Source: an optimization exercise on an open RTL-to-GDS flow (aim: small area, a short achievable clock period and few clock cycles per item). Production flows keep margins and buffers that such runs may drop. Only simulation tests tie the RTL to the original design; equivalence was not proved.

==> design.v <==
module gf128_mul (
    input  wire [6:0] a,
    input  wire [6:0] b,
    output wire [6:0] p
);
    reg [12:0] prod;
    reg [12:0] red;
    integer i;
    always @* begin
        prod = 13'd0;
        for (i = 0; i < 7; i = i + 1)
            if (b[i]) prod = prod ^ ({6'd0, a} << i);
        red = prod;
        for (i = 12; i >= 7; i = i - 1)
            if (red[i]) red = red ^ (13'b0000010001001 << (i - 7));
    end
    assign p = red[6:0];
endmodule
module gf128_inv (
    input  wire [6:0] a,
    output wire [6:0] y
);
    wire [6:0] a2, a3, a6, a7, a14, a15, a30, a31, a62, a63;
    gf128_mul u_a2  (.a(a),   .b(a),   .p(a2));
    gf128_mul u_a3  (.a(a2),  .b(a),   .p(a3));
    gf128_mul u_a6  (.a(a3),  .b(a3),  .p(a6));
    gf128_mul u_a7  (.a(a6),  .b(a),   .p(a7));
    gf128_mul u_a14 (.a(a7),  .b(a7),  .p(a14));
    gf128_mul u_a15 (.a(a14), .b(a),   .p(a15));
    gf128_mul u_a30 (.a(a15), .b(a15), .p(a30));
    gf128_mul u_a31 (.a(a30), .b(a),   .p(a31));
    gf128_mul u_a62 (.a(a31), .b(a31), .p(a62));
    gf128_mul u_a63 (.a(a62), .b(a),   .p(a63));
    gf128_mul u_y   (.a(a63), .b(a63), .p(y));
endmodule
module ecc80_enc (
    input  wire [63:0] d,
    output wire [15:0] c
);
    localparam [13:0] G_LOW = 14'h0377;   
    reg [13:0] rem;
    integer i;
    always @* begin
        rem = 14'd0;
        for (i = 63; i >= 0; i = i - 1)
            if (d[i] ^ rem[13]) rem = {rem[12:0], 1'b0} ^ G_LOW;
            else                rem = {rem[12:0], 1'b0};
    end
    assign c[13:0] = rem;
    assign c[14]   = ^d[15:0] ^ ^d[47:33];
    assign c[15]   = ^d[31:16] ^ ^d[63:48] ^ d[32] ^ ^rem;
endmodule
module ecc80_dec (
    input  wire [63:0] d,
    input  wire [15:0] c,
    input  wire        volatile_frame,
    output reg  [63:0] d_out,
    output reg  [15:0] c_out,
    output reg  [1:0]  ncorr,
    output reg         uncorr,
    output reg         marker
);
    localparam N = 78;
    wire [N-1:0] v = {d, c[13:0]};
    reg [6:0] s1, s3;
    integer i, k;
    always @* begin
        s1 = 7'd0;
        s3 = 7'd0;
        for (i = N - 1; i >= 0; i = i - 1) begin
            s1 = {s1[5:0], 1'b0} ^ {3'd0, s1[6], 2'd0, s1[6]} ^ {6'd0, v[i]};
            for (k = 0; k < 3; k = k + 1)
                s3 = {s3[5:0], 1'b0} ^ {3'd0, s3[6], 2'd0, s3[6]};
            s3 = s3 ^ {6'd0, v[i]};
        end
    end
    wire [6:0] s1_sq, s1_cu, s1_inv, s3_div_s1;
    gf128_mul u_s1_sq  (.a(s1),    .b(s1),     .p(s1_sq));
    gf128_mul u_s1_cu  (.a(s1_sq), .b(s1),     .p(s1_cu));
    gf128_inv u_s1_inv (.a(s1),    .y(s1_inv));
    gf128_mul u_s3_div (.a(s3),    .b(s1_inv), .p(s3_div_s1));
    wire [6:0] sigma1 = s1;
    wire [6:0] sigma2 = s3_div_s1 ^ s1_sq;
    localparam [889-1:0] ALPHA_POW = 889'h11111198989cdc4c6e2e2f3f1f5fcfede9e0e0e0e0f1f3f7ffefcf878787c3cb_d9dd9d0d0d0d8486a2a2b393d7dfcfefa7b696d253414141416323abb9bdfd7c_7e3e3f2f0f47476525acae8ec6c6e4e060606060717333bba9ade5f4f6f27361_6161707232332121213010101010101;
    reg [N-1:0] loc;
    reg [6:0]   term;
    integer     j, m;
    always @* begin
        for (j = 0; j < N; j = j + 1) begin
            term = 7'd0;
            for (m = 0; m < 7; m = m + 1)
                if (sigma1[m]) term = term ^ ALPHA_POW[7 * (j + m) +: 7];
            loc[j] = ((ALPHA_POW[7 * ((2 * j) % 127) +: 7] ^ term ^ sigma2) == 7'd0);
        end
    end
    reg [6:0]   nroots;
    reg         bch_ok;
    reg [1:0]   bch_n;
    reg [N-1:0] v_fix;
    reg [63:0]  d_fix;
    reg [15:0]  c_fix;
    reg         p1, p2;
    reg [2:0]   total;
    always @* begin
        nroots = 7'd0;
        for (i = 0; i < N; i = i + 1)
            nroots = nroots + {6'd0, loc[i]};
        if (s1 == 7'd0) begin
            bch_ok = (s3 == 7'd0);
            bch_n  = 2'd0;
        end else if (s3 == s1_cu) begin
            bch_ok = (nroots == 7'd1);
            bch_n  = 2'd1;
        end else begin
            bch_ok = (nroots == 7'd2);
            bch_n  = 2'd2;
        end
        v_fix = (s1 == 7'd0) ? v : (v ^ loc);
        d_fix = v_fix[N-1:14];
        p1 = ^d_fix[15:0] ^ ^d_fix[47:33] ^ c[14];
        p2 = ^d_fix[31:16] ^ ^d_fix[63:48] ^ d_fix[32] ^ ^v_fix[13:0] ^ c[15];
        c_fix = {c[15] ^ p2, c[14] ^ p1, v_fix[13:0]};
        total = {1'b0, bch_n} + {2'd0, p1} + {2'd0, p2};
        marker = volatile_frame && (d == 64'd0) && (c == 16'hC000);
        if (marker || !bch_ok || total > 3'd2) begin
            d_out  = d;
            c_out  = c;
            ncorr  = 2'd0;
            uncorr = !marker;
        end else begin
            d_out  = d_fix;
            c_out  = c_fix;
            ncorr  = total[1:0];
            uncorr = 1'b0;
        end
    end
endmodule
module ecc80_codec (
    input  wire        clk,
    input  wire        rst,
    input  wire        in_valid,
    output wire        in_ready,
    input  wire        in_op,           
    input  wire        in_volatile,     
    input  wire [63:0] in_data,
    input  wire [15:0] in_check,        
    output reg         out_valid,
    output reg  [63:0] out_data,
    output reg  [15:0] out_check,
    output reg  [1:0]  out_ncorr,
    output reg         out_uncorr,
    output reg         out_marker
);
    assign in_ready = 1'b1;
    reg        r_valid;
    reg        r_op;
    reg        r_volatile;
    reg [63:0] r_data;
    reg [15:0] r_check;
    always @(posedge clk) begin
        if (rst) begin
            r_valid <= 1'b0;
        end else begin
            r_valid <= in_valid;
        end
        if (in_valid) begin
            r_op       <= in_op;
            r_volatile <= in_volatile;
            r_data     <= in_data;
            r_check    <= in_check;
        end
    end
    wire [15:0] enc_check;
    wire [63:0] dec_data;
    wire [15:0] dec_check;
    wire [1:0]  dec_ncorr;
    wire        dec_uncorr;
    wire        dec_marker;
    ecc80_enc u_enc (
        .d (r_data),
        .c (enc_check)
    );
    ecc80_dec u_dec (
        .d              (r_data),
        .c              (r_check),
        .volatile_frame (r_volatile),
        .d_out          (dec_data),
        .c_out          (dec_check),
        .ncorr          (dec_ncorr),
        .uncorr         (dec_uncorr),
        .marker         (dec_marker)
    );
    always @(posedge clk) begin
        if (rst) begin
            out_valid <= 1'b0;
        end else begin
            out_valid <= r_valid;
        end
        if (r_valid) begin
            if (r_op) begin
                out_data   <= dec_data;
                out_check  <= dec_check;
                out_ncorr  <= dec_ncorr;
                out_uncorr <= dec_uncorr;
                out_marker <= dec_marker;
            end else begin
                out_data   <= r_data;
                out_check  <= enc_check;
                out_ncorr  <= 2'd0;
                out_uncorr <= 1'b0;
                out_marker <= 1'b0;
            end
        end
    end
endmodule
==> run.sh <==
#!/bin/bash
# synth_recipe.tcl (not shown) runs the flow's synth.tcl, then flattens the netlist and writes it again
# the make line also repeats each setting of config.mk as NAME=value (left out here)
make -C /OpenROAD-flow-scripts/flow DESIGN_CONFIG=/design/flow/config.mk WORK_HOME=/design/flow/orfs CLKGATE_MAP_FILE= SYNTH_SCRIPT=/design/flow/synth_recipe.tcl finish
==> config.mk <==
export PLATFORM = sky130hd
export DESIGN_NAME = ecc80_codec
export DESIGN_NICKNAME = ecc80_codec
export VERILOG_FILES = /design/flow/design.v
export SDC_FILE = /design/flow/constraint.sdc
export NUM_CORES = 4
export LEC_CHECK = 0
export CAP_MARGIN = 20
export CORE_MARGIN = 2
export CORE_UTILIZATION = 40
export SLEW_MARGIN = 20
==> constraint.sdc <==
create_clock -name core_clock -period 32.0 [get_ports {clk}]
set_input_delay 6.4000 -clock core_clock [delete_from_list [all_inputs] [get_ports {clk}]]
set_output_delay 6.4000 -clock core_clock [all_outputs]
set_load 0.01 [all_outputs]
==> summary.txt <==
GRT
For this run, the total global-route usage over all layers was measured as 0.266. The via count of the first global-routing pass is 24600. The first global-routing pass estimated 169000 um of wire. The total global routing overflow is 0. The initial antenna violation count is 1. The largest net degree at the start of global routing is 65.

Timing
The final worst clock skew is 0.0175 ns. The fmax is approximately 35 MHz. Headroom to the max-slew limit came out at 0.204. The slew of the pin with the lowest slew margin is 1.18 ns. The number of max-slew violations in the final report came to 0.

The final count of negative-setup-slack endpoints is 0. The final number of hold-violating endpoints was 0. Adding up every negative setup slack in the final design gives 0 ns. Of the available clock period, the critical path in the final layout requires 0.893. The smallest clock period supported by the final layout is computed as 28.58 ns. Setup repair after global routing left no endpoint under its margin.

Critical path
The endpoint arrival time on the critical path is 28.75 ns. The slowest stage of the critical path belongs to the cell sky130_fd_sc_hd__nor2_1. The register-to-register path setup slack is 3.42 ns.

The buffers plus inverters on the worst setup path is 12. On the worst path, the slowest cell contributes a delay of 0.86 ns. The cell that appears most often on the critical path is sky130_fd_sc_hd__xnor3_1.

Along the worst path, the maximum fanout reaches 60. The type of destination of the critical path is a register. The worst setup path is launched from a register. Among cell families on the critical path, the largest total delay comes from XOR/XNOR gates. By startpoint and endpoint, the worst setup path is classified as reg -> reg. STA puts the critical path data required time at 32.18 ns.

Floorplanning
Measured along the x axis, the die boundary spans around 290 um. The die outline height is 291 um. The region available for standard cell placement spans 81800 sq um. For this configuration, the core starts out at a cell density of 0.403.

The die area is between 80000 and 90000 sq um. In this run the count of I/O pins placed on the die edge is between 150 and 200. The initialized floorplan defines roughly 110 standard-cell rows.

Clocking
In this run, CTS created clock tree buffers numbering 17. The clock tree synthesis step divided the H-tree into 4 levels. The total number of clock tree sinks is approximately 170. After clock tree synthesis, the clock-pin slew on the worst setup and hold paths is 0.08 ns. The TritonCTS clock tree is done.

The number of buffers inserted for hold repair after clock tree synthesis is 0. At the later pin of the worst-skew pair, clock insertion delay measures about 0.46 ns. Clock tree synthesis selected as its root buffer the cell sky130_fd_sc_hd__clkbuf_16. No sink is reached through more buffers than the 2 on the longest clock path. Gates resized during post-CTS repair numbered 0.

Once the clock tree was built, the setup fixing pass inserted 0 buffers.

Cells and area
In the final layout, the multi-input gates occupy 26400 sq um. The repair_antennas step left the layout with diodes totalling 0. Of the cells placed in the final design, the portion with a size suffix greater than 1 is 0.0783. The post-route standard cell area excluding fillers is 36500 sq um. The filler cell count is 7905. The area used by sequential logic in the layout is 5030 sq um. The number of nets in the final layout is ~3800.

The area growth from synthesis to layout is 10.8%.

Drt
Dividing the detail-routed wire length by the instance count gives 24.9 um. Across all layers, the routed design uses 25400 vias. The first TritonRoute pass finished after 5 iterations.

The via density per instance is around 5.5. The detailed router finished its first iteration with 2517 violations. The DRC violations left is 0. The aggregate routed wire length is 116000 um. The detail route stage leaves a number of antenna-violating nets equal to 0.

Yosys
When the netlist entered floorplanning its net count stood at 3705. The synthesized netlist contains 95 unique library cells. For this run, the leading register cell type out of synthesis is sky130_fd_sc_hd__edfxtp_1. The mapped netlist covers 33000 sq um. Synthesis produced 3493 cells. The mean instance size in the synthesized netlist is approximately 9.4 sq um. The sequential element share of the synthesized area is 0.152.

After synthesis, the share of flip-flops with an asynchronous set or reset is 0. The share of synthesized area in the top cell type comes to 0.311. The number of warnings printed during yosys synthesis is 4. By area the synthesized netlist is led by sky130_fd_sc_hd__xnor2_1 31%, sky130_fd_sc_hd__edfxtp_1 15%, sky130_fd_sc_hd__xnor3_1 10%. The number of enable flip-flop cells after synthesis is 166. The biggest area consumer among synthesized cells is sky130_fd_sc_hd__xnor2_1. The register bit count reported by yosys is 168.

Min path
The class of the tightest hold or removal check is reg -> reg.

Place
The placer's final routability congestion estimate is roughly 0.98. The total of buffers placed on input and output ports is between 150 and 200. After detailed placement, the total cell area comes to 35900 sq um. The final HPWL from detailed placement is 89100 um.

Run status
The run finished with no timing, DRC or antenna violations.

Flow run
The count of maximum capacitance violations is 0.
[final timing paths]
check,cells past startpoint,startpoint,end
max,77,r_data[57],out_data[29]
min,0,r_valid,out_data[7]
max reg2reg,77,r_data[57],out_data[29]
min reg2reg,0,r_valid,out_data[7]
[per-stage QoR]
step	setup WS, ns	hold WS [ns]	utilization	std cells
finish	3.42	0.640	0.446	4648
global placement	4.35	0.624	0.438	4616
CTS	3.71	0.649	0.446	4648
detailed placement	3.76	0.624	0.438	4616
floorplan	7.46	0.598	-	3493
global route	1.78	0.663	0.446	4648
[worst register-to-register path, delay by kind of cell, from the launching register on]
| kind | cells | cell delay, ns |
|---|---|---|
| AO/OA/AOI/OAI | 5 | 1.56 |
| XOR/XNOR | 37 | 14.98 |
| adder cells (fa/ha/maj) | 11 | 5.07 |
| buffers and inverters | 12 | 2.86 |
| flip-flops | 1 | 0.64 |
| AND/OR/NAND/NOR | 12 | 3.14 |
[layout by cell type, fill, tap and decap left out, drive strengths merged, types with 13 or more instances in the layout]
master         synthesis  routed
a211oi                15      15
a21oi                 41      41
and2                  13      13
buf                  127     115
clkbuf               103      18
clkdlybuf4s50          0     168
edfxtp               166     166
fa                    68      68
ha                    59      59
inv                  148     155
mux2                  24      24
mux2i                 27      27
nand2                221     221
nand2b                17      17
nand3                 53      53
nand4                 66      66
nor2                 215     215
nor3                  63      63
nor4                  55      55
o211ai                15      15
o21ai                 67      67
o22ai                 13      13
or3                   19      19
or4                   13      13
xnor2               1199    1199
xnor3                159     159
xor2                 364     364
xor3                  19      19
[final cells by class]
class / count / area share
clock buffers: 18 / 0.0120
clock inverters: 14 / 0.00555
inverters: 150 / 0.0154
multi-input cells: 2945 / 0.723
flip-flops and latches: 168 / 0.138
well taps: 1070 / 0.0366
repair buffers: 283 / 0.0697
[cells in the mapped netlist, drive strengths merged (5+ instances only)]
library cell and instances:
or4 13, nor2b 8, xor3 19, a221oi 5
a311oi 5, nor3 63, or2 8, xnor2 1199
nor3b 9, and2 13, o21ai 67, o221ai 6
nor4b 6, o211ai 15, and3 10, xor2 364
nand4 66, nor2 215, a31oi 10, a21oi 41
inv 148, a211oi 15, ha 59, nand2b 17
a22oi 7, clkbuf 103, fa 68, xnor3 159
or3 19, mux2 24, nand3 53, nand2 221
o22ai 13, buf 127, mux2i 27, edfxtp 166
nor4 55
[registers in the layout (all words and copies together) (netlist names)]
signal	cells
r_data	64
r_valid	1
r_check	16
r_volatile	1
out_ncorr	2
out_uncorr	1
out_valid	1
out_marker	1
out_data	64
r_op	1
out_check	16
[metal layers]
| metal | share of wire | vias to the layer above | wire length, um | GRT usage |
|---|---|---|---|---|
| met1 | 0.42 | 12400 | 48200 | 0.353 |
| li1 | - | 11600 | - | - |
| met2 | 0.46 | 1112 | 53600 | 0.433 |
| met4 | 0.049 | 0 | 5680 | 0.118 |
| met5 | 0 | - | 0 | 0 |
| met3 | 0.070 | 225 | 8070 | 0.0343 |
[cell families after synthesis]
| kind of cell | synth area share |
|---|---|
| multiplexers | 0.0175 |
| buffers and inverters | 0.0510 |
| other | 0.000114 |
| flip-flops | 0.152 |
| AO/OA/AOI/OAI | 0.0476 |
| adder cells (fa/ha/maj) | 0.0637 |
| AND/OR/NAND/NOR | 0.119 |
| XOR/XNOR | 0.549 |
Testbench counts, summed over its fixed seeds: cycles 16,016, words 16,000.

==> afterwards: timing with drivers on the ports <==
Ports are ideal in the flow. The routed layout listed here was re-timed in OpenROAD.
Step 1 sets driving cells, clkbuf_16 on the clock port and buf_2 on the other inputs (assumed; they add their load-dependent delay and slew).
Step 2 also shifts input and output timing later by t, the mid clock arrival at the registers, as if the neighbouring blocks saw the same clock.
a / b / c = ideal / step 1 / step 2; a / b = the first two.
t, ns: 0.512
slack for setup (ns): 3.424 / 3.424 / 3.424
slew at the worst register clock pin (ns): 0.08 / 0.08
worst data-port slew with drivers (ns): 0.07
pins driven straight from the clock port: 1
After both steps this run still meets setup and hold. The setup slack of this run moves by 0.000 ns with the drivers and by 0.000 ns with both steps.
